This design comes from an exercise in tuning for small area, a short achievable clock period and few clock cycles on the open sky130 flow, not from production work.
In this exercise RTL edits were held to simulation tests only and were not proved equivalent to the original.
No activity file was given, so power comes from the tool's default toggle rates.

**design.v**
```verilog
module crc_engine (
    input  wire [1:0]  poly,
    input  wire [31:0] c,
    input  wire [31:0] d,
    output reg  [31:0] crc1,
    output reg  [31:0] crc4
);
    wire [7:0] p0_1, p0_4;
    wire [15:0] p1_1, p1_4;
    wire [31:0] p2_1, p2_4;
    wire [31:0] p3_1, p3_4;
    wire x_0_0 = c[0] ^ d[0];
    wire x_0_8 = c[0] ^ d[8];
    wire x_10_10 = c[10] ^ d[10];
    wire x_10_2 = c[10] ^ d[2];
    wire x_11_11 = c[11] ^ d[11];
    wire x_11_3 = c[11] ^ d[3];
    wire x_12_12 = c[12] ^ d[12];
    wire x_12_4 = c[12] ^ d[4];
    wire x_13_13 = c[13] ^ d[13];
    wire x_13_5 = c[13] ^ d[5];
    wire x_14_14 = c[14] ^ d[14];
    wire x_14_6 = c[14] ^ d[6];
    wire x_15_15 = c[15] ^ d[15];
    wire x_15_7 = c[15] ^ d[7];
    wire x_16_16 = c[16] ^ d[16];
    wire x_17_17 = c[17] ^ d[17];
    wire x_18_18 = c[18] ^ d[18];
    wire x_19_19 = c[19] ^ d[19];
    wire x_1_1 = c[1] ^ d[1];
    wire x_1_9 = c[1] ^ d[9];
    wire x_20_20 = c[20] ^ d[20];
    wire x_21_21 = c[21] ^ d[21];
    wire x_22_22 = c[22] ^ d[22];
    wire x_23_23 = c[23] ^ d[23];
    wire x_24_24 = c[24] ^ d[24];
    wire x_25_25 = c[25] ^ d[25];
    wire x_26_26 = c[26] ^ d[26];
    wire x_27_27 = c[27] ^ d[27];
    wire x_28_28 = c[28] ^ d[28];
    wire x_29_29 = c[29] ^ d[29];
    wire x_2_10 = c[2] ^ d[10];
    wire x_2_2 = c[2] ^ d[2];
    wire x_30_30 = c[30] ^ d[30];
    wire x_31_31 = c[31] ^ d[31];
    wire x_3_11 = c[3] ^ d[11];
    wire x_3_3 = c[3] ^ d[3];
    wire x_4_12 = c[4] ^ d[12];
    wire x_4_4 = c[4] ^ d[4];
    wire x_5_13 = c[5] ^ d[13];
    wire x_5_5 = c[5] ^ d[5];
    wire x_6_14 = c[6] ^ d[14];
    wire x_6_6 = c[6] ^ d[6];
    wire x_7_15 = c[7] ^ d[15];
    wire x_7_7 = c[7] ^ d[7];
    wire x_8_0 = c[8] ^ d[0];
    wire x_8_8 = c[8] ^ d[8];
    wire x_9_1 = c[9] ^ d[1];
    wire x_9_9 = c[9] ^ d[9];
    assign p0_1[0] = ((x_0_0 ^ x_4_4) ^ (x_5_5 ^ x_6_6));
    assign p0_1[1] = ((x_1_1 ^ x_5_5) ^ (x_6_6 ^ x_7_7));
    assign p0_1[2] = ((x_4_4 ^ x_5_5) ^ (x_7_7 ^ (x_0_0 ^ x_2_2)));
    assign p0_1[3] = ((x_0_0 ^ x_1_1) ^ (x_3_3 ^ x_4_4));
    assign p0_1[4] = ((x_0_0 ^ x_1_1) ^ (x_2_2 ^ x_6_6));
    assign p0_1[5] = ((x_1_1 ^ x_2_2) ^ (x_3_3 ^ x_7_7));
    assign p0_1[6] = (x_4_4 ^ (x_2_2 ^ x_3_3));
    assign p0_1[7] = (x_5_5 ^ (x_3_3 ^ x_4_4));
    assign p0_4[0] = ((x_7_7 ^ ((d[23] ^ d[24]) ^ (d[28] ^ d[29]))) ^ ((x_1_1 ^ x_4_4) ^ (((d[30] ^ d[8]) ^ x_0_0) ^ (d[9] ^ (d[18] ^ d[21])))));
    assign p0_4[1] = ((((d[22] ^ d[25]) ^ (d[29] ^ d[30])) ^ ((d[31] ^ d[8]) ^ x_1_1)) ^ ((d[9] ^ (d[10] ^ d[19])) ^ (x_2_2 ^ x_5_5)));
    assign p0_4[2] = ((((x_0_0 ^ x_1_1) ^ (x_2_2 ^ x_3_3)) ^ (x_7_7 ^ ((d[10] ^ d[11]) ^ (d[16] ^ d[18])))) ^ ((x_4_4 ^ x_6_6) ^ (((d[20] ^ d[21]) ^ (d[24] ^ d[26])) ^ ((d[28] ^ d[29]) ^ (d[31] ^ d[8])))));
    assign p0_4[3] = ((x_5_5 ^ ((d[16] ^ d[17]) ^ (d[18] ^ d[19]))) ^ ((((d[22] ^ d[23]) ^ (d[24] ^ d[25])) ^ ((d[27] ^ d[28]) ^ x_0_0)) ^ ((d[8] ^ (d[11] ^ d[12])) ^ (x_2_2 ^ x_3_3))));
    assign p0_4[4] = ((x_7_7 ^ ((d[12] ^ d[13]) ^ (d[17] ^ d[19]))) ^ ((x_3_3 ^ x_6_6) ^ (((d[20] ^ d[21]) ^ (d[24] ^ d[25])) ^ ((d[26] ^ d[30]) ^ x_0_0))));
    assign p0_4[5] = ((((d[13] ^ d[14]) ^ (d[18] ^ d[20])) ^ ((d[21] ^ d[22]) ^ (d[25] ^ d[26]))) ^ (((d[27] ^ d[31]) ^ x_1_1) ^ (x_4_4 ^ x_7_7)));
    assign p0_4[6] = ((((d[21] ^ d[22]) ^ (d[23] ^ d[26])) ^ ((d[27] ^ d[28]) ^ x_2_2)) ^ (x_5_5 ^ ((d[14] ^ d[15]) ^ (d[16] ^ d[19]))));
    assign p0_4[7] = ((((d[20] ^ d[22]) ^ (d[23] ^ d[27])) ^ ((d[28] ^ d[29]) ^ x_0_0)) ^ ((d[8] ^ (d[15] ^ d[17])) ^ (x_3_3 ^ x_6_6)));
    assign p1_1[0] = (x_12_4 ^ x_8_0);
    assign p1_1[1] = (x_13_5 ^ x_9_1);
    assign p1_1[2] = (x_10_2 ^ x_14_6);
    assign p1_1[3] = (x_11_3 ^ x_15_7);
    assign p1_1[4] = x_12_4;
    assign p1_1[5] = (x_8_0 ^ (x_12_4 ^ x_13_5));
    assign p1_1[6] = (x_9_1 ^ (x_13_5 ^ x_14_6));
    assign p1_1[7] = (x_15_7 ^ (x_10_2 ^ x_14_6));
    assign p1_1[8] = (x_15_7 ^ (c[0] ^ x_11_3));
    assign p1_1[9] = (c[1] ^ x_12_4);
    assign p1_1[10] = (c[2] ^ x_13_5);
    assign p1_1[11] = (c[3] ^ x_14_6);
    assign p1_1[12] = ((c[4] ^ x_12_4) ^ (x_15_7 ^ x_8_0));
    assign p1_1[13] = (x_9_1 ^ (c[5] ^ x_13_5));
    assign p1_1[14] = (x_14_6 ^ (c[6] ^ x_10_2));
    assign p1_1[15] = (x_15_7 ^ (c[7] ^ x_11_3));
    assign p1_4[0] = ((x_6_14 ^ ((d[20] ^ d[24]) ^ x_10_2)) ^ ((x_3_11 ^ x_4_12) ^ ((d[28] ^ (d[16] ^ d[19])) ^ (x_11_3 ^ x_12_4))));
    assign p1_4[1] = ((x_7_15 ^ ((d[21] ^ d[25]) ^ x_11_3)) ^ ((x_4_12 ^ x_5_13) ^ ((d[29] ^ (d[17] ^ d[20])) ^ (x_12_4 ^ x_13_5))));
    assign p1_4[2] = ((x_8_0 ^ ((d[22] ^ d[26]) ^ x_12_4)) ^ ((x_5_13 ^ x_6_14) ^ ((d[30] ^ (d[18] ^ d[21])) ^ (x_13_5 ^ x_14_6))));
    assign p1_4[3] = ((x_9_1 ^ ((d[23] ^ d[27]) ^ x_13_5)) ^ ((x_6_14 ^ x_7_15) ^ ((d[31] ^ (d[19] ^ d[22])) ^ (x_14_6 ^ x_15_7))));
    assign p1_4[4] = ((((d[16] ^ d[20]) ^ (d[23] ^ d[28])) ^ (x_0_8 ^ x_10_2)) ^ ((x_14_6 ^ x_15_7) ^ (x_7_15 ^ x_8_0)));
    assign p1_4[5] = ((((x_0_8 ^ x_10_2) ^ (x_12_4 ^ x_15_7)) ^ ((x_1_9 ^ x_3_11) ^ (x_4_12 ^ x_6_14))) ^ ((x_8_0 ^ x_9_1) ^ (((d[16] ^ d[17]) ^ (d[19] ^ d[20])) ^ ((d[21] ^ d[24]) ^ (d[28] ^ d[29])))));
    assign p1_4[6] = ((((x_13_5 ^ x_1_9) ^ (x_2_10 ^ x_4_12)) ^ (x_9_1 ^ ((d[17] ^ d[18]) ^ (d[20] ^ d[21])))) ^ ((x_5_13 ^ x_7_15) ^ (((d[22] ^ d[25]) ^ (d[29] ^ d[30])) ^ (x_10_2 ^ x_11_3))));
    assign p1_4[7] = ((((x_12_4 ^ x_14_6) ^ (x_2_10 ^ x_3_11)) ^ (x_8_0 ^ ((d[18] ^ d[19]) ^ (d[21] ^ d[22])))) ^ ((x_5_13 ^ x_6_14) ^ (((d[23] ^ d[26]) ^ (d[30] ^ d[31])) ^ (x_10_2 ^ x_11_3))));
    assign p1_4[8] = ((((x_0_8 ^ x_11_3) ^ (x_12_4 ^ x_13_5)) ^ ((x_15_7 ^ x_3_11) ^ (x_4_12 ^ x_6_14))) ^ ((x_7_15 ^ x_9_1) ^ (((d[20] ^ d[22]) ^ (d[23] ^ d[27])) ^ (d[31] ^ (d[16] ^ d[19])))));
    assign p1_4[9] = ((((x_13_5 ^ x_14_6) ^ (x_1_9 ^ x_4_12)) ^ (x_8_0 ^ ((d[16] ^ d[17]) ^ (d[20] ^ d[21])))) ^ ((x_5_13 ^ x_7_15) ^ (((d[23] ^ d[28]) ^ x_0_8) ^ (x_10_2 ^ x_12_4))));
    assign p1_4[10] = ((((x_11_3 ^ x_13_5) ^ (x_14_6 ^ x_15_7)) ^ ((x_1_9 ^ x_2_10) ^ (x_5_13 ^ x_6_14))) ^ ((x_8_0 ^ x_9_1) ^ (((d[21] ^ d[22]) ^ x_0_8) ^ (d[29] ^ (d[17] ^ d[18])))));
    assign p1_4[11] = ((((x_15_7 ^ x_1_9) ^ (x_2_10 ^ x_3_11)) ^ (x_9_1 ^ ((d[22] ^ d[23]) ^ x_10_2))) ^ ((x_6_14 ^ x_7_15) ^ ((d[30] ^ (d[18] ^ d[19])) ^ (x_12_4 ^ x_14_6))));
    assign p1_4[12] = ((x_8_0 ^ ((d[24] ^ d[28]) ^ x_0_8)) ^ (((d[31] ^ (d[16] ^ d[23])) ^ (x_12_4 ^ x_13_5)) ^ ((x_15_7 ^ x_2_10) ^ (x_6_14 ^ x_7_15))));
    assign p1_4[13] = (((x_14_6 ^ x_1_9) ^ (x_3_11 ^ x_7_15)) ^ ((x_8_0 ^ x_9_1) ^ (((d[16] ^ d[17]) ^ (d[25] ^ d[29])) ^ (x_0_8 ^ x_13_5))));
    assign p1_4[14] = (((x_15_7 ^ x_1_9) ^ (x_2_10 ^ x_4_12)) ^ ((x_8_0 ^ x_9_1) ^ (((d[17] ^ d[18]) ^ (d[26] ^ d[30])) ^ (x_10_2 ^ x_14_6))));
    assign p1_4[15] = ((x_9_1 ^ ((d[18] ^ d[19]) ^ (d[27] ^ d[31]))) ^ ((x_3_11 ^ x_5_13) ^ ((x_10_2 ^ x_11_3) ^ (x_15_7 ^ x_2_10))));
    assign p2_1[0] = (c[8] ^ x_2_2);
    assign p2_1[1] = (x_3_3 ^ (c[9] ^ x_0_0));
    assign p2_1[2] = ((c[10] ^ x_0_0) ^ (x_1_1 ^ x_4_4));
    assign p2_1[3] = ((c[11] ^ x_1_1) ^ (x_2_2 ^ x_5_5));
    assign p2_1[4] = ((x_2_2 ^ x_3_3) ^ (x_6_6 ^ (c[12] ^ x_0_0)));
    assign p2_1[5] = ((x_3_3 ^ x_4_4) ^ (x_7_7 ^ (c[13] ^ x_1_1)));
    assign p2_1[6] = (x_5_5 ^ (c[14] ^ x_4_4));
    assign p2_1[7] = ((c[15] ^ x_0_0) ^ (x_5_5 ^ x_6_6));
    assign p2_1[8] = ((c[16] ^ x_1_1) ^ (x_6_6 ^ x_7_7));
    assign p2_1[9] = (c[17] ^ x_7_7);
    assign p2_1[10] = (c[18] ^ x_2_2);
    assign p2_1[11] = (c[19] ^ x_3_3);
    assign p2_1[12] = (x_4_4 ^ (c[20] ^ x_0_0));
    assign p2_1[13] = ((c[21] ^ x_0_0) ^ (x_1_1 ^ x_5_5));
    assign p2_1[14] = ((c[22] ^ x_1_1) ^ (x_2_2 ^ x_6_6));
    assign p2_1[15] = ((c[23] ^ x_2_2) ^ (x_3_3 ^ x_7_7));
    assign p2_1[16] = ((x_2_2 ^ x_3_3) ^ (x_4_4 ^ (c[24] ^ x_0_0)));
    assign p2_1[17] = ((x_4_4 ^ x_5_5) ^ ((c[25] ^ x_0_0) ^ (x_1_1 ^ x_3_3)));
    assign p2_1[18] = (((x_1_1 ^ x_2_2) ^ (x_4_4 ^ x_5_5)) ^ (x_6_6 ^ (c[26] ^ x_0_0)));
    assign p2_1[19] = (((x_2_2 ^ x_3_3) ^ (x_5_5 ^ x_6_6)) ^ (x_7_7 ^ (c[27] ^ x_1_1)));
    assign p2_1[20] = ((x_4_4 ^ x_6_6) ^ (x_7_7 ^ (c[28] ^ x_3_3)));
    assign p2_1[21] = ((x_4_4 ^ x_5_5) ^ (x_7_7 ^ (c[29] ^ x_2_2)));
    assign p2_1[22] = ((x_3_3 ^ x_5_5) ^ (x_6_6 ^ (c[30] ^ x_2_2)));
    assign p2_1[23] = ((x_4_4 ^ x_6_6) ^ (x_7_7 ^ (c[31] ^ x_3_3)));
    assign p2_1[24] = ((x_4_4 ^ x_5_5) ^ (x_7_7 ^ (x_0_0 ^ x_2_2)));
    assign p2_1[25] = ((x_5_5 ^ x_6_6) ^ ((x_0_0 ^ x_1_1) ^ (x_2_2 ^ x_3_3)));
    assign p2_1[26] = (((x_2_2 ^ x_3_3) ^ (x_4_4 ^ x_6_6)) ^ (x_7_7 ^ (x_0_0 ^ x_1_1)));
    assign p2_1[27] = ((x_4_4 ^ x_5_5) ^ (x_7_7 ^ (x_1_1 ^ x_3_3)));
    assign p2_1[28] = ((x_0_0 ^ x_4_4) ^ (x_5_5 ^ x_6_6));
    assign p2_1[29] = ((x_5_5 ^ x_6_6) ^ (x_7_7 ^ (x_0_0 ^ x_1_1)));
    assign p2_1[30] = ((x_0_0 ^ x_1_1) ^ (x_6_6 ^ x_7_7));
    assign p2_1[31] = (x_1_1 ^ x_7_7);
    assign p2_4[0] = ((((x_26_26 ^ x_2_2) ^ (x_3_3 ^ x_4_4)) ^ (x_8_8 ^ (x_0_0 ^ x_16_16))) ^ ((x_6_6 ^ x_7_7) ^ ((x_1_1 ^ x_20_20) ^ (x_22_22 ^ x_23_23))));
    assign p2_4[1] = ((((x_2_2 ^ x_3_3) ^ (x_4_4 ^ x_5_5)) ^ (x_9_9 ^ (x_17_17 ^ x_1_1))) ^ ((x_7_7 ^ x_8_8) ^ ((x_21_21 ^ x_23_23) ^ (x_24_24 ^ x_27_27))));
    assign p2_4[2] = ((((x_24_24 ^ x_25_25) ^ (x_28_28 ^ x_2_2)) ^ ((x_3_3 ^ x_4_4) ^ (x_5_5 ^ x_6_6))) ^ ((x_8_8 ^ x_9_9) ^ ((x_0_0 ^ x_10_10) ^ (x_18_18 ^ x_22_22))));
    assign p2_4[3] = ((((x_23_23 ^ x_25_25) ^ (x_26_26 ^ x_29_29)) ^ ((x_3_3 ^ x_4_4) ^ (x_5_5 ^ x_6_6))) ^ ((x_7_7 ^ x_9_9) ^ ((x_10_10 ^ x_11_11) ^ (x_19_19 ^ x_1_1))));
    assign p2_4[4] = ((((x_24_24 ^ x_26_26) ^ (x_27_27 ^ x_2_2)) ^ ((x_30_30 ^ x_4_4) ^ (x_5_5 ^ x_6_6))) ^ ((x_7_7 ^ x_8_8) ^ ((x_10_10 ^ x_11_11) ^ (x_12_12 ^ x_20_20))));
    assign p2_4[5] = ((((x_12_12 ^ x_13_13) ^ (x_21_21 ^ x_25_25)) ^ ((x_27_27 ^ x_28_28) ^ (x_31_31 ^ x_3_3))) ^ (((x_5_5 ^ x_6_6) ^ (x_7_7 ^ x_8_8)) ^ (x_9_9 ^ (x_0_0 ^ x_11_11))));
    assign p2_4[6] = ((((x_20_20 ^ x_23_23) ^ (x_28_28 ^ x_29_29)) ^ (x_9_9 ^ (x_0_0 ^ x_10_10))) ^ ((x_2_2 ^ x_3_3) ^ ((x_12_12 ^ x_13_13) ^ (x_14_14 ^ x_16_16))));
    assign p2_4[7] = ((((x_1_1 ^ x_21_21) ^ (x_24_24 ^ x_29_29)) ^ (x_4_4 ^ (x_10_10 ^ x_11_11))) ^ ((x_30_30 ^ x_3_3) ^ ((x_13_13 ^ x_14_14) ^ (x_15_15 ^ x_17_17))));
    assign p2_4[8] = ((((x_15_15 ^ x_16_16) ^ (x_18_18 ^ x_22_22)) ^ ((x_25_25 ^ x_2_2) ^ (x_30_30 ^ x_31_31))) ^ ((x_4_4 ^ x_5_5) ^ ((x_0_0 ^ x_11_11) ^ (x_12_12 ^ x_14_14))));
    assign p2_4[9] = ((((x_17_17 ^ x_19_19) ^ (x_20_20 ^ x_22_22)) ^ ((x_2_2 ^ x_31_31) ^ (x_4_4 ^ x_5_5))) ^ ((x_7_7 ^ x_8_8) ^ ((x_0_0 ^ x_12_12) ^ (x_13_13 ^ x_15_15))));
    assign p2_4[10] = (((x_4_4 ^ x_5_5) ^ (x_7_7 ^ x_9_9)) ^ (((x_0_0 ^ x_13_13) ^ (x_14_14 ^ x_18_18)) ^ ((x_21_21 ^ x_22_22) ^ (x_26_26 ^ x_2_2))));
    assign p2_4[11] = (((x_3_3 ^ x_5_5) ^ (x_6_6 ^ x_8_8)) ^ (((x_10_10 ^ x_14_14) ^ (x_15_15 ^ x_19_19)) ^ ((x_1_1 ^ x_22_22) ^ (x_23_23 ^ x_27_27))));
    assign p2_4[12] = (((x_4_4 ^ x_6_6) ^ (x_7_7 ^ x_9_9)) ^ (((x_11_11 ^ x_15_15) ^ (x_16_16 ^ x_20_20)) ^ ((x_23_23 ^ x_24_24) ^ (x_28_28 ^ x_2_2))));
    assign p2_4[13] = ((((x_24_24 ^ x_25_25) ^ (x_29_29 ^ x_3_3)) ^ (x_8_8 ^ (x_0_0 ^ x_10_10))) ^ ((x_5_5 ^ x_7_7) ^ ((x_12_12 ^ x_16_16) ^ (x_17_17 ^ x_21_21))));
    assign p2_4[14] = ((((x_18_18 ^ x_1_1) ^ (x_22_22 ^ x_25_25)) ^ ((x_26_26 ^ x_30_30) ^ (x_4_4 ^ x_6_6))) ^ ((x_8_8 ^ x_9_9) ^ ((x_0_0 ^ x_11_11) ^ (x_13_13 ^ x_17_17))));
    assign p2_4[15] = ((((x_19_19 ^ x_1_1) ^ (x_23_23 ^ x_26_26)) ^ ((x_27_27 ^ x_2_2) ^ (x_31_31 ^ x_5_5))) ^ ((x_7_7 ^ x_9_9) ^ ((x_10_10 ^ x_12_12) ^ (x_14_14 ^ x_18_18))));
    assign p2_4[16] = ((((x_13_13 ^ x_15_15) ^ (x_16_16 ^ x_19_19)) ^ ((x_1_1 ^ x_22_22) ^ (x_23_23 ^ x_24_24))) ^ (((x_26_26 ^ x_27_27) ^ (x_28_28 ^ x_4_4)) ^ (x_7_7 ^ (x_10_10 ^ x_11_11))));
    assign p2_4[17] = ((((x_14_14 ^ x_16_16) ^ (x_17_17 ^ x_20_20)) ^ ((x_23_23 ^ x_24_24) ^ (x_25_25 ^ x_27_27))) ^ (((x_28_28 ^ x_29_29) ^ (x_2_2 ^ x_5_5)) ^ (x_8_8 ^ (x_11_11 ^ x_12_12))));
    assign p2_4[18] = ((((x_0_0 ^ x_12_12) ^ (x_13_13 ^ x_15_15)) ^ ((x_17_17 ^ x_18_18) ^ (x_21_21 ^ x_24_24))) ^ (((x_25_25 ^ x_26_26) ^ (x_28_28 ^ x_29_29)) ^ ((x_30_30 ^ x_3_3) ^ (x_6_6 ^ x_9_9))));
    assign p2_4[19] = (((x_31_31 ^ x_4_4) ^ ((x_13_13 ^ x_14_14) ^ (x_16_16 ^ x_18_18))) ^ ((x_7_7 ^ (x_0_0 ^ x_10_10)) ^ (((x_19_19 ^ x_1_1) ^ (x_22_22 ^ x_25_25)) ^ ((x_26_26 ^ x_27_27) ^ (x_29_29 ^ x_30_30)))));
    assign p2_4[20] = (((x_5_5 ^ x_6_6) ^ ((x_14_14 ^ x_15_15) ^ (x_16_16 ^ x_17_17))) ^ ((x_7_7 ^ (x_0_0 ^ x_11_11)) ^ (((x_19_19 ^ x_22_22) ^ (x_27_27 ^ x_28_28)) ^ ((x_30_30 ^ x_31_31) ^ (x_3_3 ^ x_4_4)))));
    assign p2_4[21] = ((((x_26_26 ^ x_28_28) ^ (x_29_29 ^ x_2_2)) ^ (x_5_5 ^ (x_0_0 ^ x_12_12))) ^ ((x_31_31 ^ x_3_3) ^ ((x_15_15 ^ x_17_17) ^ (x_18_18 ^ x_22_22))));
    assign p2_4[22] = (((x_2_2 ^ x_30_30) ^ (x_7_7 ^ x_8_8)) ^ (((x_13_13 ^ x_18_18) ^ (x_19_19 ^ x_20_20)) ^ ((x_22_22 ^ x_26_26) ^ (x_27_27 ^ x_29_29))));
    assign p2_4[23] = ((((x_27_27 ^ x_28_28) ^ (x_30_30 ^ x_31_31)) ^ (x_9_9 ^ (x_0_0 ^ x_14_14))) ^ ((x_3_3 ^ x_8_8) ^ ((x_19_19 ^ x_20_20) ^ (x_21_21 ^ x_23_23))));
    assign p2_4[24] = ((((x_10_10 ^ x_15_15) ^ (x_16_16 ^ x_21_21)) ^ ((x_23_23 ^ x_24_24) ^ (x_26_26 ^ x_28_28))) ^ (((x_29_29 ^ x_2_2) ^ (x_31_31 ^ x_3_3)) ^ ((x_6_6 ^ x_7_7) ^ (x_8_8 ^ x_9_9))));
    assign p2_4[25] = ((((x_17_17 ^ x_1_1) ^ (x_20_20 ^ x_23_23)) ^ ((x_24_24 ^ x_25_25) ^ (x_26_26 ^ x_27_27))) ^ (((x_29_29 ^ x_2_2) ^ (x_30_30 ^ x_6_6)) ^ (x_9_9 ^ (x_10_10 ^ x_11_11))));
    assign p2_4[26] = ((((x_12_12 ^ x_18_18) ^ (x_21_21 ^ x_24_24)) ^ ((x_25_25 ^ x_26_26) ^ (x_27_27 ^ x_28_28))) ^ (((x_2_2 ^ x_30_30) ^ (x_31_31 ^ x_3_3)) ^ (x_7_7 ^ (x_10_10 ^ x_11_11))));
    assign p2_4[27] = (((x_31_31 ^ x_6_6) ^ ((x_12_12 ^ x_13_13) ^ (x_16_16 ^ x_19_19))) ^ ((x_7_7 ^ (x_0_0 ^ x_11_11)) ^ (((x_1_1 ^ x_20_20) ^ (x_23_23 ^ x_25_25)) ^ ((x_27_27 ^ x_28_28) ^ (x_29_29 ^ x_2_2)))));
    assign p2_4[28] = ((((x_13_13 ^ x_14_14) ^ (x_16_16 ^ x_17_17)) ^ ((x_21_21 ^ x_22_22) ^ (x_23_23 ^ x_24_24))) ^ (((x_28_28 ^ x_29_29) ^ (x_30_30 ^ x_4_4)) ^ (x_6_6 ^ (x_0_0 ^ x_12_12))));
    assign p2_4[29] = ((((x_0_0 ^ x_13_13) ^ (x_14_14 ^ x_15_15)) ^ ((x_17_17 ^ x_18_18) ^ (x_1_1 ^ x_22_22))) ^ (((x_23_23 ^ x_24_24) ^ (x_25_25 ^ x_29_29)) ^ ((x_30_30 ^ x_31_31) ^ (x_5_5 ^ x_7_7))));
    assign p2_4[30] = ((((x_24_24 ^ x_25_25) ^ (x_30_30 ^ x_31_31)) ^ (x_7_7 ^ (x_14_14 ^ x_15_15))) ^ ((x_3_3 ^ x_4_4) ^ ((x_18_18 ^ x_19_19) ^ (x_20_20 ^ x_22_22))));
    assign p2_4[31] = ((((x_25_25 ^ x_2_2) ^ (x_31_31 ^ x_3_3)) ^ (x_7_7 ^ (x_0_0 ^ x_15_15))) ^ ((x_5_5 ^ x_6_6) ^ ((x_19_19 ^ x_1_1) ^ (x_21_21 ^ x_22_22))));
    assign p3_1[0] = ((x_3_3 ^ x_4_4) ^ ((c[8] ^ x_0_0) ^ (x_1_1 ^ x_2_2)));
    assign p3_1[1] = (((x_1_1 ^ x_2_2) ^ (x_3_3 ^ x_4_4)) ^ (x_5_5 ^ (c[9] ^ x_0_0)));
    assign p3_1[2] = (((x_2_2 ^ x_3_3) ^ (x_4_4 ^ x_5_5)) ^ (x_6_6 ^ (c[10] ^ x_1_1)));
    assign p3_1[3] = (((x_3_3 ^ x_4_4) ^ (x_5_5 ^ x_6_6)) ^ (x_7_7 ^ (c[11] ^ x_2_2)));
    assign p3_1[4] = ((x_6_6 ^ x_7_7) ^ ((c[12] ^ x_1_1) ^ (x_2_2 ^ x_5_5)));
    assign p3_1[5] = ((x_4_4 ^ x_6_6) ^ (x_7_7 ^ (c[13] ^ x_1_1)));
    assign p3_1[6] = ((x_5_5 ^ x_7_7) ^ ((c[14] ^ x_1_1) ^ (x_3_3 ^ x_4_4)));
    assign p3_1[7] = ((x_3_3 ^ x_5_5) ^ (x_6_6 ^ (c[15] ^ x_1_1)));
    assign p3_1[8] = ((x_6_6 ^ x_7_7) ^ ((c[16] ^ x_0_0) ^ (x_2_2 ^ x_4_4)));
    assign p3_1[9] = ((x_5_5 ^ x_7_7) ^ ((c[17] ^ x_0_0) ^ (x_2_2 ^ x_4_4)));
    assign p3_1[10] = ((x_4_4 ^ x_5_5) ^ (x_6_6 ^ (c[18] ^ x_2_2)));
    assign p3_1[11] = ((x_5_5 ^ x_6_6) ^ (x_7_7 ^ (c[19] ^ x_3_3)));
    assign p3_1[12] = ((x_6_6 ^ x_7_7) ^ ((c[20] ^ x_1_1) ^ (x_2_2 ^ x_3_3)));
    assign p3_1[13] = (x_7_7 ^ (c[21] ^ x_1_1));
    assign p3_1[14] = ((c[22] ^ x_1_1) ^ (x_3_3 ^ x_4_4));
    assign p3_1[15] = ((x_2_2 ^ x_4_4) ^ (x_5_5 ^ (c[23] ^ x_0_0)));
    assign p3_1[16] = ((x_5_5 ^ x_6_6) ^ ((c[24] ^ x_0_0) ^ (x_1_1 ^ x_3_3)));
    assign p3_1[17] = (((x_1_1 ^ x_2_2) ^ (x_4_4 ^ x_6_6)) ^ (x_7_7 ^ (c[25] ^ x_0_0)));
    assign p3_1[18] = ((c[26] ^ x_4_4) ^ (x_5_5 ^ x_7_7));
    assign p3_1[19] = (((c[27] ^ x_0_0) ^ (x_1_1 ^ x_2_2)) ^ ((x_3_3 ^ x_4_4) ^ (x_5_5 ^ x_6_6)));
    assign p3_1[20] = (((c[28] ^ x_1_1) ^ (x_2_2 ^ x_3_3)) ^ ((x_4_4 ^ x_5_5) ^ (x_6_6 ^ x_7_7)));
    assign p3_1[21] = ((x_6_6 ^ x_7_7) ^ ((c[29] ^ x_0_0) ^ (x_1_1 ^ x_5_5)));
    assign p3_1[22] = ((x_6_6 ^ x_7_7) ^ ((c[30] ^ x_0_0) ^ (x_3_3 ^ x_4_4)));
    assign p3_1[23] = ((x_3_3 ^ x_5_5) ^ (x_7_7 ^ (c[31] ^ x_2_2)));
    assign p3_1[24] = (x_6_6 ^ (x_1_1 ^ x_2_2));
    assign p3_1[25] = ((x_0_0 ^ x_2_2) ^ (x_3_3 ^ x_7_7));
    assign p3_1[26] = x_2_2;
    assign p3_1[27] = x_3_3;
    assign p3_1[28] = (x_0_0 ^ x_4_4);
    assign p3_1[29] = (x_5_5 ^ (x_0_0 ^ x_1_1));
    assign p3_1[30] = ((x_0_0 ^ x_1_1) ^ (x_2_2 ^ x_6_6));
    assign p3_1[31] = ((x_2_2 ^ x_3_3) ^ (x_7_7 ^ (x_0_0 ^ x_1_1)));
    assign p3_4[0] = (((x_7_7 ^ x_9_9) ^ ((x_11_11 ^ x_14_14) ^ (x_15_15 ^ x_16_16))) ^ (((x_2_2 ^ x_4_4) ^ (x_5_5 ^ x_6_6)) ^ (((x_1_1 ^ x_20_20) ^ (x_23_23 ^ x_24_24)) ^ ((x_25_25 ^ x_26_26) ^ (x_27_27 ^ x_28_28)))));
    assign p3_4[1] = (((x_7_7 ^ x_8_8) ^ ((x_10_10 ^ x_12_12) ^ (x_15_15 ^ x_16_16))) ^ (((x_2_2 ^ x_3_3) ^ (x_5_5 ^ x_6_6)) ^ (((x_17_17 ^ x_21_21) ^ (x_24_24 ^ x_25_25)) ^ ((x_26_26 ^ x_27_27) ^ (x_28_28 ^ x_29_29)))));
    assign p3_4[2] = (((x_8_8 ^ x_9_9) ^ ((x_11_11 ^ x_13_13) ^ (x_16_16 ^ x_17_17))) ^ (((x_3_3 ^ x_4_4) ^ (x_6_6 ^ x_7_7)) ^ (((x_18_18 ^ x_22_22) ^ (x_25_25 ^ x_26_26)) ^ ((x_27_27 ^ x_28_28) ^ (x_29_29 ^ x_30_30)))));
    assign p3_4[3] = ((((x_28_28 ^ x_29_29) ^ (x_30_30 ^ x_31_31)) ^ ((x_4_4 ^ x_5_5) ^ (x_7_7 ^ x_8_8))) ^ ((x_9_9 ^ (x_0_0 ^ x_10_10)) ^ (((x_12_12 ^ x_14_14) ^ (x_17_17 ^ x_18_18)) ^ ((x_19_19 ^ x_23_23) ^ (x_26_26 ^ x_27_27)))));
    assign p3_4[4] = (((x_4_4 ^ x_7_7) ^ ((x_13_13 ^ x_14_14) ^ (x_16_16 ^ x_18_18))) ^ ((x_8_8 ^ (x_0_0 ^ x_10_10)) ^ (((x_19_19 ^ x_23_23) ^ (x_25_25 ^ x_26_26)) ^ ((x_29_29 ^ x_2_2) ^ (x_30_30 ^ x_31_31)))));
    assign p3_4[5] = ((((x_17_17 ^ x_19_19) ^ (x_23_23 ^ x_25_25)) ^ ((x_28_28 ^ x_2_2) ^ (x_30_30 ^ x_31_31))) ^ (((x_3_3 ^ x_4_4) ^ (x_6_6 ^ x_7_7)) ^ (x_8_8 ^ (x_0_0 ^ x_16_16))));
    assign p3_4[6] = ((((x_11_11 ^ x_14_14) ^ (x_15_15 ^ x_16_16)) ^ ((x_17_17 ^ x_18_18) ^ (x_23_23 ^ x_25_25))) ^ (((x_27_27 ^ x_28_28) ^ (x_29_29 ^ x_2_2)) ^ ((x_31_31 ^ x_3_3) ^ (x_6_6 ^ x_8_8))));
    assign p3_4[7] = (((x_5_5 ^ x_6_6) ^ ((x_0_0 ^ x_11_11) ^ (x_12_12 ^ x_14_14))) ^ (((x_29_29 ^ x_2_2) ^ (x_30_30 ^ x_3_3)) ^ (((x_17_17 ^ x_18_18) ^ (x_19_19 ^ x_1_1)) ^ ((x_20_20 ^ x_23_23) ^ (x_25_25 ^ x_27_27)))));
    assign p3_4[8] = (((x_6_6 ^ x_7_7) ^ ((x_12_12 ^ x_13_13) ^ (x_15_15 ^ x_18_18))) ^ (((x_30_30 ^ x_31_31) ^ (x_3_3 ^ x_4_4)) ^ (((x_19_19 ^ x_1_1) ^ (x_20_20 ^ x_21_21)) ^ ((x_24_24 ^ x_26_26) ^ (x_28_28 ^ x_2_2)))));
    assign p3_4[9] = (((x_8_8 ^ x_9_9) ^ ((x_0_0 ^ x_11_11) ^ (x_13_13 ^ x_15_15))) ^ (((x_29_29 ^ x_31_31) ^ (x_3_3 ^ x_6_6)) ^ (((x_19_19 ^ x_1_1) ^ (x_21_21 ^ x_22_22)) ^ ((x_23_23 ^ x_24_24) ^ (x_26_26 ^ x_28_28)))));
    assign p3_4[10] = ((x_6_6 ^ (x_10_10 ^ x_11_11)) ^ (((x_12_12 ^ x_15_15) ^ (x_22_22 ^ x_26_26)) ^ ((x_28_28 ^ x_29_29) ^ (x_30_30 ^ x_5_5))));
    assign p3_4[11] = (((x_30_30 ^ x_31_31) ^ (x_6_6 ^ x_7_7)) ^ (((x_0_0 ^ x_11_11) ^ (x_12_12 ^ x_13_13)) ^ ((x_16_16 ^ x_23_23) ^ (x_27_27 ^ x_29_29))));
    assign p3_4[12] = ((((x_27_27 ^ x_2_2) ^ (x_30_30 ^ x_31_31)) ^ ((x_4_4 ^ x_5_5) ^ (x_6_6 ^ x_8_8))) ^ ((x_9_9 ^ (x_11_11 ^ x_12_12)) ^ (((x_13_13 ^ x_15_15) ^ (x_16_16 ^ x_17_17)) ^ ((x_20_20 ^ x_23_23) ^ (x_25_25 ^ x_26_26)))));
    assign p3_4[13] = (((x_31_31 ^ x_3_3) ^ ((x_11_11 ^ x_12_12) ^ (x_13_13 ^ x_15_15))) ^ ((x_4_4 ^ (x_0_0 ^ x_10_10)) ^ (((x_17_17 ^ x_18_18) ^ (x_1_1 ^ x_20_20)) ^ ((x_21_21 ^ x_23_23) ^ (x_25_25 ^ x_2_2)))));
    assign p3_4[14] = ((((x_12_12 ^ x_13_13) ^ (x_15_15 ^ x_18_18)) ^ ((x_19_19 ^ x_20_20) ^ (x_21_21 ^ x_22_22))) ^ (((x_23_23 ^ x_25_25) ^ (x_27_27 ^ x_28_28)) ^ ((x_3_3 ^ x_6_6) ^ (x_7_7 ^ x_9_9))));
    assign p3_4[15] = (((x_4_4 ^ x_7_7) ^ ((x_13_13 ^ x_14_14) ^ (x_16_16 ^ x_19_19))) ^ ((x_8_8 ^ (x_0_0 ^ x_10_10)) ^ (((x_20_20 ^ x_21_21) ^ (x_22_22 ^ x_23_23)) ^ ((x_24_24 ^ x_26_26) ^ (x_28_28 ^ x_29_29)))));
    assign p3_4[16] = (((x_8_8 ^ x_9_9) ^ ((x_0_0 ^ x_11_11) ^ (x_14_14 ^ x_15_15))) ^ (((x_27_27 ^ x_29_29) ^ (x_30_30 ^ x_5_5)) ^ (((x_17_17 ^ x_1_1) ^ (x_20_20 ^ x_21_21)) ^ ((x_22_22 ^ x_23_23) ^ (x_24_24 ^ x_25_25)))));
    assign p3_4[17] = (((x_6_6 ^ x_9_9) ^ ((x_10_10 ^ x_12_12) ^ (x_15_15 ^ x_16_16))) ^ (((x_28_28 ^ x_2_2) ^ (x_30_30 ^ x_31_31)) ^ (((x_18_18 ^ x_1_1) ^ (x_21_21 ^ x_22_22)) ^ ((x_23_23 ^ x_24_24) ^ (x_25_25 ^ x_26_26)))));
    assign p3_4[18] = (((x_6_6 ^ x_9_9) ^ ((x_0_0 ^ x_10_10) ^ (x_13_13 ^ x_14_14))) ^ (((x_31_31 ^ x_3_3) ^ (x_4_4 ^ x_5_5)) ^ (((x_15_15 ^ x_17_17) ^ (x_19_19 ^ x_1_1)) ^ ((x_20_20 ^ x_22_22) ^ (x_28_28 ^ x_29_29)))));
    assign p3_4[19] = ((x_9_9 ^ (x_10_10 ^ x_18_18)) ^ (((x_21_21 ^ x_24_24) ^ (x_25_25 ^ x_26_26)) ^ ((x_27_27 ^ x_28_28) ^ (x_29_29 ^ x_30_30))));
    assign p3_4[20] = ((x_31_31 ^ (x_10_10 ^ x_11_11)) ^ (((x_19_19 ^ x_22_22) ^ (x_25_25 ^ x_26_26)) ^ ((x_27_27 ^ x_28_28) ^ (x_29_29 ^ x_30_30))));
    assign p3_4[21] = ((((x_12_12 ^ x_14_14) ^ (x_15_15 ^ x_16_16)) ^ ((x_1_1 ^ x_24_24) ^ (x_25_25 ^ x_29_29))) ^ (((x_2_2 ^ x_30_30) ^ (x_31_31 ^ x_4_4)) ^ ((x_5_5 ^ x_6_6) ^ (x_7_7 ^ x_9_9))));
    assign p3_4[22] = (((x_8_8 ^ x_9_9) ^ ((x_0_0 ^ x_10_10) ^ (x_11_11 ^ x_13_13))) ^ (((x_30_30 ^ x_31_31) ^ (x_3_3 ^ x_4_4)) ^ (((x_14_14 ^ x_17_17) ^ (x_1_1 ^ x_20_20)) ^ ((x_23_23 ^ x_24_24) ^ (x_27_27 ^ x_28_28)))));
    assign p3_4[23] = ((((x_23_23 ^ x_26_26) ^ (x_27_27 ^ x_29_29)) ^ (x_7_7 ^ (x_10_10 ^ x_12_12))) ^ ((x_31_31 ^ x_6_6) ^ ((x_16_16 ^ x_18_18) ^ (x_20_20 ^ x_21_21))));
    assign p3_4[24] = (((x_6_6 ^ x_8_8) ^ ((x_14_14 ^ x_15_15) ^ (x_16_16 ^ x_17_17))) ^ ((((x_19_19 ^ x_1_1) ^ (x_20_20 ^ x_21_21)) ^ ((x_22_22 ^ x_23_23) ^ (x_25_25 ^ x_26_26))) ^ (((x_2_2 ^ x_30_30) ^ (x_4_4 ^ x_5_5)) ^ (x_9_9 ^ (x_0_0 ^ x_13_13)))));
    assign p3_4[25] = (((x_6_6 ^ x_7_7) ^ ((x_15_15 ^ x_16_16) ^ (x_17_17 ^ x_18_18))) ^ ((((x_1_1 ^ x_20_20) ^ (x_21_21 ^ x_22_22)) ^ ((x_23_23 ^ x_24_24) ^ (x_26_26 ^ x_27_27))) ^ (((x_2_2 ^ x_31_31) ^ (x_3_3 ^ x_5_5)) ^ (x_9_9 ^ (x_10_10 ^ x_14_14)))));
    assign p3_4[26] = ((((x_14_14 ^ x_17_17) ^ (x_18_18 ^ x_19_19)) ^ ((x_1_1 ^ x_20_20) ^ (x_21_21 ^ x_22_22))) ^ (((x_26_26 ^ x_3_3) ^ (x_5_5 ^ x_8_8)) ^ (x_9_9 ^ (x_0_0 ^ x_10_10))));
    assign p3_4[27] = ((((x_0_0 ^ x_10_10) ^ (x_11_11 ^ x_15_15)) ^ ((x_18_18 ^ x_19_19) ^ (x_1_1 ^ x_20_20))) ^ (((x_21_21 ^ x_22_22) ^ (x_23_23 ^ x_27_27)) ^ ((x_2_2 ^ x_4_4) ^ (x_6_6 ^ x_9_9))));
    assign p3_4[28] = (((x_3_3 ^ x_5_5) ^ ((x_11_11 ^ x_12_12) ^ (x_16_16 ^ x_19_19))) ^ ((x_7_7 ^ (x_0_0 ^ x_10_10)) ^ (((x_1_1 ^ x_20_20) ^ (x_21_21 ^ x_22_22)) ^ ((x_23_23 ^ x_24_24) ^ (x_28_28 ^ x_2_2)))));
    assign p3_4[29] = (((x_4_4 ^ x_6_6) ^ ((x_13_13 ^ x_17_17) ^ (x_1_1 ^ x_20_20))) ^ ((x_8_8 ^ (x_11_11 ^ x_12_12)) ^ (((x_21_21 ^ x_22_22) ^ (x_23_23 ^ x_24_24)) ^ ((x_25_25 ^ x_29_29) ^ (x_2_2 ^ x_3_3)))));
    assign p3_4[30] = (((x_7_7 ^ x_9_9) ^ ((x_0_0 ^ x_12_12) ^ (x_13_13 ^ x_14_14))) ^ (((x_30_30 ^ x_3_3) ^ (x_4_4 ^ x_5_5)) ^ (((x_18_18 ^ x_21_21) ^ (x_22_22 ^ x_23_23)) ^ ((x_24_24 ^ x_25_25) ^ (x_26_26 ^ x_2_2)))));
    assign p3_4[31] = ((((x_25_25 ^ x_26_26) ^ (x_27_27 ^ x_31_31)) ^ ((x_3_3 ^ x_4_4) ^ (x_5_5 ^ x_6_6))) ^ ((x_8_8 ^ (x_0_0 ^ x_10_10)) ^ (((x_13_13 ^ x_14_14) ^ (x_15_15 ^ x_19_19)) ^ ((x_1_1 ^ x_22_22) ^ (x_23_23 ^ x_24_24)))));
    always @(*) begin
        case (poly)
            2'd0: begin crc1 = {24'd0, p0_1}; crc4 = {24'd0, p0_4}; end
            2'd1: begin crc1 = {16'd0, p1_1}; crc4 = {16'd0, p1_4}; end
            2'd2: begin crc1 = p2_1; crc4 = p2_4; end
            default: begin crc1 = p3_1; crc4 = p3_4; end
        endcase
    end
endmodule
module crc_unit (
    input  wire        clk,
    input  wire        rst,
    input  wire        fs,
    input  wire        req,
    input  wire        we,
    input  wire [7:0]  addr,
    input  wire [31:0] wdata,
    output wire        ready,
    output wire [31:0] rdata
);
    reg        wr;        
    reg        fsq;       
    reg [7:2]  aq;        
    reg [31:0] wd;        
    wire [5:0] widx   = aq[7:2];
    wire [2:0] blk    = aq[7:5];    
    wire [2:0] reg_id = aq[4:2];
    reg [3:0] ctl;        
    reg [3:0] mismatch;   
    reg [3:0] mm_sat;     
    reg       cfg_rej;    
    reg [5:0]  cfg     [0:3];
    reg [15:0] cfg2    [0:3];   
    reg [31:0] val     [0:3];   
    reg [31:0] res_raw [0:3];   
    reg [1:0]  res_poly[0:3];   
    reg [2:0]  cnt     [0:3];   
    reg [31:0] mm_cnt  [0:3];
    reg [3:0]  active, open;
    reg [3:0]  val_ok;          
    reg [3:0]  res_ok;          
    reg [3:0] s_ch;                   
    reg [3:0] s_cfg, s_cfg2, s_mm;    
    reg       s_ctl, s_stat;          
    reg [1:0]  poly_s;
    reg [31:0] val_s;
    integer k;
    always @(*) begin
        poly_s = 2'd0;
        val_s  = 32'd0;
        for (k = 0; k < 4; k = k + 1) begin
            poly_s = poly_s | ({2{s_ch[k]}} & cfg[k][1:0]);
            val_s  = val_s  | ({32{s_ch[k]}} & val[k]);
        end
    end
    wire [31:0] crc1, crc4;
    crc_engine u_eng (.poly(poly_s), .c(val_s), .d(wd), .crc1(crc1), .crc4(crc4));
    reg [31:0] init_s;
    always @(*) begin
        case (poly_s)
            2'd0:    init_s = 32'h000000FF;
            2'd1:    init_s = 32'h0000FFFF;
            default: init_s = 32'hFFFFFFFF;
        endcase
    end
    wire [31:0] val_new = !reg_id[2] ? wd : reg_id[1] ? init_s : reg_id[0] ? crc1 : crc4;
    wire [3:0] reject, mm_event, sat_event, end_pend;
    wire [3:0] val_ok_n, res_ok_n, end_pend_n;   
    wire [1:0] res_poly_n [0:3];
    wire [3:0] ctl_n = (wr && widx == 6'd0) ? wd[3:0] : ctl;
    wire [31:0] wd_r = rst ? 32'd0 : wd;    
    genvar c;
    generate
        for (c = 0; c < 4; c = c + 1) begin : chn
            wire [1:0] poly  = cfg[c][1:0];
            wire [2:0] snoop = cfg[c][4:2];
            wire       dir   = cfg[c][5];
            wire sel       = wr && (blk == c + 1);
            wire wr_cfg    = sel && reg_id == 3'd0;
            wire wr_cfg2   = sel && reg_id == 3'd1;
            wire wr_val    = sel && reg_id == 3'd2;
            wire wr_feed32 = sel && reg_id == 3'd4;
            wire wr_feed8  = sel && reg_id == 3'd5;
            wire wr_cmd    = sel && reg_id == 3'd6;
            reg [31:0] mask, residue;
            reg [2:0]  width;
            always @(*) begin
                case (poly)
                    2'd0:    begin mask = 32'h000000FF; residue = 32'h000000C4; width = 3'd1; end
                    2'd1:    begin mask = 32'h0000FFFF; residue = 32'h00000000; width = 3'd2; end
                    2'd2:    begin mask = 32'hFFFFFFFF; residue = 32'hDEBB20E3; width = 3'd4; end
                    default: begin mask = 32'hFFFFFFFF; residue = 32'hB798B438; width = 3'd4; end
                endcase
            end
            assign end_pend[c] = active[c] && !ctl[c] && open[c];
            wire act_a  = fsq ? ctl[c] : active[c];
            wire fs_end = fsq && end_pend[c];
            wire open_a = open[c] && !fs_end;
            wire sw      = act_a && (snoop == 3'd0);
            wire cmd_end = sw && wr_cmd && wd[1] && open_a;
            wire cmd_go  = sw && wr_cmd && wd[0];
            wire feed8   = sw && open_a && wr_feed8;
            wire feed32  = sw && open_a && wr_feed32;
            wire val_wok = !act_a || sw;
            wire val_we  = (wr_val && val_wok) || feed8 || feed32 || cmd_go;
            wire cfg_bad = act_a || (wd[4:2] > 3'd4) || (wd[4:2] == 3'd4 && wd[5]);
            assign reject[c] = (wr_cfg && cfg_bad) || (wr_cfg2 && act_a) || (wr_val && !val_wok);
            wire stream_end = fs_end || cmd_end;
            wire bad_check  = (cnt[c] < width) || ((val[c] & mask) != residue);
            reg [31:0] mm_p;
            reg [7:0]  mm_g, mm_gp;
            integer b;
            always @(*) begin
                for (b = 0; b < 8; b = b + 1)
                    mm_g[b] = &mm_cnt[c][4*b +: 4];
                mm_gp[0] = 1'b1;
                for (b = 1; b < 8; b = b + 1)
                    mm_gp[b] = mm_gp[b - 1] & mm_g[b - 1];
                for (b = 0; b < 32; b = b + 1)
                    mm_p[b] = mm_gp[b / 4] & &(mm_cnt[c][4*(b/4) +: 4] | (4'hF << (b % 4)));
            end
            wire mm_inc = mm_event[c] && !(mm_gp[7] && mm_g[7]);
            wire res_we     = stream_end && !dir;
            assign mm_event[c]  = stream_end && dir && bad_check;
            wire open_n = cmd_go || (open_a && !cmd_end);
            assign val_ok_n[c]   = !rst && (val_ok[c] || val_we);
            assign res_ok_n[c]   = !rst && (res_ok[c] || res_we);
            assign res_poly_n[c] = res_we ? poly : res_poly[c];
            assign end_pend_n[c] = !rst && act_a && !ctl_n[c] && open_n;
            assign sat_event[c] = mm_event[c] && (&mm_cnt[c][31:1]);
            always @(posedge clk) begin
                if (rst) begin
                    mm_cnt[c] <= 32'd0;
                    active[c] <= 1'b0;
                    open[c]   <= 1'b0;
                    val_ok[c] <= 1'b0;
                    res_ok[c] <= 1'b0;
                end else begin
                    active[c] <= act_a;
                    open[c]   <= open_n;
                    mm_cnt[c] <= mm_cnt[c] ^ ({32{mm_inc}} & mm_p);
                    if (val_we)
                        val_ok[c] <= 1'b1;
                    if (res_we)
                        res_ok[c] <= 1'b1;
                end
            end
            always @(posedge clk) begin
                if (rst || (wr_cfg && !cfg_bad))
                    cfg[c] <= wd_r[5:0];
                if (rst || (wr_cfg2 && !act_a))
                    cfg2[c] <= {wd_r[18:16], wd_r[14:8], wd_r[5:0]};
            end
            always @(posedge clk) begin
                if (res_we) begin
                    res_raw[c]  <= val[c];
                    res_poly[c] <= poly;
                end
                if (val_we)
                    val[c] <= val_new;
                if (feed8)
                    cnt[c] <= (cnt[c] >= 3'd3) ? 3'd4 : cnt[c] + 3'd1;
                if (feed32)
                    cnt[c] <= 3'd4;
                if (cmd_go)
                    cnt[c] <= 3'd0;
            end
        end
    endgenerate
    wire stat_wr = wr && widx == 6'd1;
    always @(posedge clk) begin
        if (rst) begin
            ctl      <= 4'd0;
            mismatch <= 4'd0;
            mm_sat   <= 4'd0;
            cfg_rej  <= 1'b0;
        end else begin
            if (wr && widx == 6'd0)
                ctl <= wd[3:0];
            if (stat_wr) begin
                mismatch <= (mismatch & ~wd[3:0]) | mm_event;
                mm_sat   <= (mm_sat & ~wd[7:4]) | sat_event;
                cfg_rej  <= (cfg_rej & ~wd[8]) | (|reject);
            end else begin
                mismatch <= mismatch | mm_event;
                mm_sat   <= mm_sat | sat_event;
                cfg_rej  <= cfg_rej | (|reject);
            end
        end
    end
    reg [3:0] s_rres;   
    reg       s_vok;    
    reg       s_inv_lo, s_keep_mid, s_inv_mid, s_hi;   
    reg [31:0] res_t, mm_t;
    reg [15:0] c2_t;
    reg [5:0]  cfg_t;
    always @(*) begin
        res_t = 32'd0; mm_t = 32'd0; c2_t = 16'd0; cfg_t = 6'd0;
        for (k = 0; k < 4; k = k + 1) begin
            res_t = res_t | ({32{s_rres[k]}} & res_raw[k]);
            mm_t  = mm_t  | ({32{s_mm[k]}} & mm_cnt[k]);
            c2_t  = c2_t  | ({16{s_cfg2[k]}} & cfg2[k]);
            cfg_t = cfg_t | ({6{s_cfg[k]}} & cfg[k]);
        end
    end
    wire [31:0] res_v = {(res_t[31:16] & {16{s_hi}}) ^ {16{s_hi}},
                         (res_t[15:8] & {8{s_keep_mid}}) ^ {8{s_inv_mid}},
                         res_t[7:0] ^ {8{s_inv_lo}}};
    wire [31:0] rval = ({32{s_vok}} & val_s)
                     | res_v
                     | mm_t
                     | {13'd0, c2_t[15:13], 1'b0, c2_t[12:6], 2'b00, c2_t[5:0]}
                     | {26'd0, cfg_t}
                     | ({32{s_ctl}} & {28'd0, ctl})
                     | ({32{s_stat}} & {23'd0, cfg_rej, mm_sat, mismatch});
    wire       a_ch   = addr[7:5] >= 3'd1 && addr[7:5] <= 3'd4;
    wire [1:0] a_c    = addr[6:5] - 2'd1;
    wire       a_rok  = a_ch && addr[4:2] == 3'd3 && res_ok_n[a_c];
    wire [1:0] a_rp   = res_poly_n[a_c];
    reg  rd_ok;
    always @(posedge clk) begin
        aq <= addr[7:2];
        wd <= wdata;
        s_ctl  <= addr[7:2] == 6'd0;
        s_stat <= addr[7:2] == 6'd1;
        s_vok  <= a_ch && addr[4:2] == 3'd2 && val_ok_n[a_c];
        for (k = 0; k < 4; k = k + 1) begin
            s_ch[k]   <= addr[7:5] == k + 1;
            s_cfg[k]  <= addr[7:5] == k + 1 && addr[4:2] == 3'd0;
            s_cfg2[k] <= addr[7:5] == k + 1 && addr[4:2] == 3'd1;
            s_rres[k] <= addr[7:5] == k + 1 && addr[4:2] == 3'd3 && res_ok_n[k];
            s_mm[k]   <= addr[7:5] == k + 1 && addr[4:2] == 3'd7;
        end
        s_inv_lo   <= a_rok && a_rp != 2'd1;
        s_keep_mid <= a_rok && a_rp != 2'd0;
        s_inv_mid  <= a_rok && a_rp[1];
        s_hi       <= a_rok && a_rp[1];
        if (rst) begin
            wr    <= 1'b0;
            fsq   <= 1'b0;
            rd_ok <= 1'b0;
        end else begin
            wr    <= req && we;
            fsq   <= fs;
            rd_ok <= req && !we && !rd_ok && !(fs && (|end_pend_n));
        end
    end
    assign ready = we || rd_ok;
    assign rdata = rval;
endmodule
```
**flow/run.sh**
```bash
#!/bin/bash
set -o pipefail
here=$(pwd)
rm -rf "$here/scripts"
cp -r "$FLOW_HOME/scripts" "$here/scripts"
cp "$here/flow/abc_speed.script" "$here/scripts/abc_speed.script"
export SETUP_SLACK_MARGIN=5.56
bash standard.sh synth SCRIPTS_DIR="$here/scripts" > synth.log 2>&1
bash standard.sh > layout.log 2>&1
```
**flow/abc_speed.script**
```
&get -n
&st
&dch
&nf
&st
&syn2
&if -g -K 6
&synch2
&nf
&st
&syn2
&if -g -K 6
&synch2
&nf
&st
&dch -f
&nf -a
&put
buffer -c
topo
stime -c
upsize -c
dnsize -c
```
**standard.sh**
```bash
#!/bin/bash
# synth_recipe.tcl (not shown) runs the flow's synth.tcl, then flattens the netlist and writes it again
# the make line also repeats each setting of config.mk as NAME=value (left out here)
make -C /OpenROAD-flow-scripts/flow DESIGN_CONFIG=/design/flow/config.mk WORK_HOME=/design/flow/orfs CLKGATE_MAP_FILE= SYNTH_SCRIPT=/design/flow/synth_recipe.tcl "${@:-finish}"
```
**config.mk**
```make
export PLATFORM = sky130hd
export DESIGN_NAME = crc_unit
export DESIGN_NICKNAME = crc_unit
export VERILOG_FILES = /design/flow/design.v
export SDC_FILE = /design/flow/constraint.sdc
export NUM_CORES = 4
export LEC_CHECK = 0
export CAP_MARGIN = 20
export CORE_MARGIN = 2
export CORE_UTILIZATION = 40
export CTS_CLUSTER_DIAMETER = 90
export CTS_CLUSTER_SIZE = 24
export SLEW_MARGIN = 20
```
**constraint.sdc**
```tcl
create_clock -name core_clock -period 10.0 [get_ports {clk}]
set_input_delay 2.0000 -clock core_clock [delete_from_list [all_inputs] [get_ports {clk}]]
set_output_delay 2.0000 -clock core_clock [all_outputs]
set_load 0.01 [all_outputs]
```
==> results.sh <==
export IMPL_crit_path_max_fanout=16
export IMPL_vias=26670
export IMPL_grt_pass1_vias=24769
export IMPL_reg2reg_from="s_ch[0]$_DFF_P_"
export IMPL_critPathSlowestCell="a222oi_1"
export IMPL_layout_cells_most_common="xnor2_1"
export IMPL_endpoint_kind="primary output"
export IMPL_cpPeakStageDelay_ps=560
export IMPL_final_layout_size_suffix_gt1_share_pct=13.3
export IMPL_critPathArrivalTime_ps=2660
export IMPL_maxCapViolations=0
export IMPL_multi_input_comb_area_um2=18400
export IMPL_clkTransAtPathRegs_ps=100
export IMPL_ys_ff_latch=588
export IMPL_cts_max_level=1
export IMPL_synthDistinctLibCells=88
export IMPL_fin_crit_sh_pct=46.6
export IMPL_startpoint="s_rres[0]$_DFF_P_"
export IMPL_cp_start_kind="register"
export IMPL_placed_area_um2=35500
export IMPL_synth_warnings=9
export IMPL_syn_area_per_cell_um2=10.7
export IMPL_yosys_most_used_dff="edfxtp_1"
export IMPL_final_cell_mix="xnor2_1, edfxtp_1, dfxtp_1"
export IMPL_overflow=0
export IMPL_crit_family="compound AO/OA/AOI/OAI gates"
export IMPL_final_cell_area_um2=38300
export IMPL_worst_setup_path_type="register to primary output"
export IMPL_antenna_found_initial=3
export IMPL_insertion_delay_ps=660
export IMPL_drt_first_iter_violations=3882
export IMPL_rows=106
export IMPL_start_util_pct=40.3
export IMPL_die_w_um=294
export IMPL_wire_per_inst_um=29.4
export IMPL_fin_crit_ps=4660
export IMPL_tns_ps=0
export IMPL_io_buffer_count=75
export IMPL_coreArea_um2=83400
export IMPL_ir_drop_uv=177
export IMPL_drc=0
export IMPL_place_congestion=0.996
export IMPL_maxSlewHeadroom_pct=29.8
export IMPL_cts_buffers_inserted=30
export IMPL_holdCritPathClass="register to register"
export IMPL_tritoncts="built"
export IMPL_wl_um=128000
export IMPL_nFillCells=7880
export IMPL_setup_viol=0
export IMPL_syn2layout_area_growth_pct=14.1
export IMPL_hold_path_startpoint="val_ok[0]$_SDFFE_PP0P_"
export IMPL_cts_max_path_buffers=3
export IMPL_max_freq_mhz=215
export IMPL_final_hold_viol_count=0
export IMPL_final_nets=3314
export IMPL_postSynthCellCount=3130
export IMPL_grt_pass1_wl_um=180000
export IMPL_grt_max_degree=105
export IMPL_cts_root_buf="clkbuf_16"
export IMPL_dr_pass1_iters=7
export IMPL_vias_per_cell=6.13
export IMPL_dieHeight_um=294
export IMPL_power_density_nw_per_um2=182
export IMPL_ys_seq_area_share_pct=45.3
export IMPL_timing_final_max_slew_violations=0
export IMPL_crit_buf_inv=2
export IMPL_synthesis_area_um2=33600
export IMPL_status="timing/DRC/antenna clean"
export IMPL_worst_slew_pin_slew_ps=1040
export IMPL_ioPinCount=78
export IMPL_hold_buffers=0
export IMPL_area_sequential_um2=15200
export IMPL_ant_nets=0
export IMPL_whs_ps=463
export IMPL_synth_edff_count=344
export IMPL_async_flop_share_pct=0
export IMPL_cp_required_ps=8000
export IMPL_synth_nets=3200
export IMPL_dpl_hpwl_um=92700
export IMPL_rsz0062_at_grt="yes"
export IMPL_dieArea_um2=86300
export IMPL_p_leak_nw=13.4
export IMPL_reg2reg_slack_ps=5470
export IMPL_skew_ps=36.7
export IMPL_cts_sinks=588
export IMPL_finalPower_mw=6.96
export IMPL_track_usage_pct=28.7
export IMPL_crit_chain="bufbuf_16, a222oi_1, a21oi_1, or3_4, buf_6"
[state kept, by name (all words and copies together), names as in the netlist, 4 cells and up]
name      cells
ctl           4
res_ok        4
res_poly      8
active        4
cfg2         64
s_cfg2        4
mm_cnt      128
s_ch          4
wd           32
val         128
aq            6
cnt          12
open          4
val_ok        4
s_rres        4
s_cfg         4
cfg          24
mm_sat        4
s_mm          4
res_raw     128
mismatch      4
[synth_stat cells, types with 19 or more instances]
master    number  share of area (%)
xnor3_1       47                3.2
nand2_1      243                2.7
nor2_1       227                2.5
clkbuf_1     111                1.2
xnor2_1      501                 13
and3_1        40               0.75
a222oi_1      95                2.8
xnor2_2       19               0.92
nor2b_1       32               0.60
nand4_1       42               0.78
inv_1         41               0.46
a22o_1        23               0.60
a211oi_1      34               0.76
a22oi_1       69                1.5
nand3_1       73                1.1
a21oi_1      131                2.0
nor3_1        78                1.2
dfxtp_1      244                 15
xor2_1       201                5.2
edfxtp_1     344                 31
ha_1          25               0.93
o22ai_1       41               0.76
or3_1         22               0.41
o21ai_0       72                1.1
[worst register-to-register path: stages, from the launching register on]
cell	delay (ps)
dfxtp_4	370
buf_12	130
clkbuf_16	170
buf_12	140
a22oi_1	200
nand2_2	230
xor2_4	220
buf_6	250
xnor2_1	730
xnor3_1	570
xnor3_1	400
xnor2_1	130
o22ai_1	250
a21oi_1	120
a21oi_1	360
[power breakdown]
part           leakage, nW  internal [mW]  switching, mW  total, mW
clock                0.446          0.608          0.822       1.43
sequential            5.16           2.60         0.0426       2.64
combinational         7.81           1.27           1.61       2.89
total                 13.4           4.48           2.48       6.96
[what timing repair did]
| action | 4_1_cts | 5_1_grt |
|---|---|---|
| buffers inserted | 39 | 53 |
| pin swaps | 72 | 76 |
| setup endpoints to repair | 109 | 89 |
| cloned | 3 | 3 |
| resized for setup | 211 | 117 |
[metal layers]
metal  part of all wire [%]  vias to the layer above  GRT usage, %
li1                       -                    11655             -
met1                     40                    13086          39.5
met2                     44                     1631          44.5
met3                     11                      296          4.95
met4                    5.0                        2          12.3
met5                  0.086                        -         0.964
[cell type report]
class,instances,share of cell area [%]
Antenna cell,1,0.00653
Inverter,42,0.412
Clock buffer,48,2.14
Multi-Input combinational cell,2345,48.0
Sequential cell,588,39.8
Tap cell,1080,3.53
Timing Repair Buffer,237,5.81
Clock inverter,8,0.340
[cell families (layout without fill, tap and decap cells)]
logic type               count (synthesis)  in the layout  synth area share (%)
flip-flops                             588            588                  45.3
XOR/XNOR                               800            800                  24.5
buffers and inverters                  197            335                  2.55
adder cells (fa/ha/maj)                 25             25                 0.931
AO/OA/AOI/OAI                          612            612                  13.1
AND/OR/NAND/NOR                        888            888                  13.0
other                                    0              1                     0
multiplexers                            20             20                 0.615
[final timing paths]
path	end	cells past startpoint
hold / removal	val_ok[0]$_SDFFE_PP0P_	2
setup reg to reg	val[1][25]$_DFFE_PP_	14
setup / recovery	rdata[5]	5
hold reg to reg	val_ok[0]$_SDFFE_PP0P_	2
[metrics by stage]
stage	worst slack, ps	cells	util (%)
6_report	5340	4349	45.9
5_1_grt	5280	4348	45.9
4_1_cts	5300	4292	44.9
3_5_place_dp	4800	4194	42.6
3_3_place_gp	4800	4194	42.6
2_1_floorplan	5680	3130	-
Testbench counts, summed over its fixed seeds: cycles 57,215.

what the ideal ports hide:
No port has a modelled driver above. Below, the same layout with a new extraction and two added sets of constraints.
Step 1 assumes that a clkbuf_16 drives the clock port and a buf_2 every other input.
Step 2 adds t to the input delays and takes it off the output delays; t is the mean of the earliest and latest rising clock arrival at the registers after step 1. Input paths then give back, and output paths get back, about the clock's delay inside the block.
Three values: ideal, step 1, step 2; two values: the first two.
t (ns): 0.710
slack for setup (ns): 5.339 / 5.271 / 5.466
worst setup path at the end: register to register
clock arrival spread, ns: 0.038 / 0.038
cell pins on the clock port's net: 1
After both steps this run still meets setup and hold. For this run, drivers alone change the setup slack by -0.068 ns; drivers and shift together by +0.127 ns.
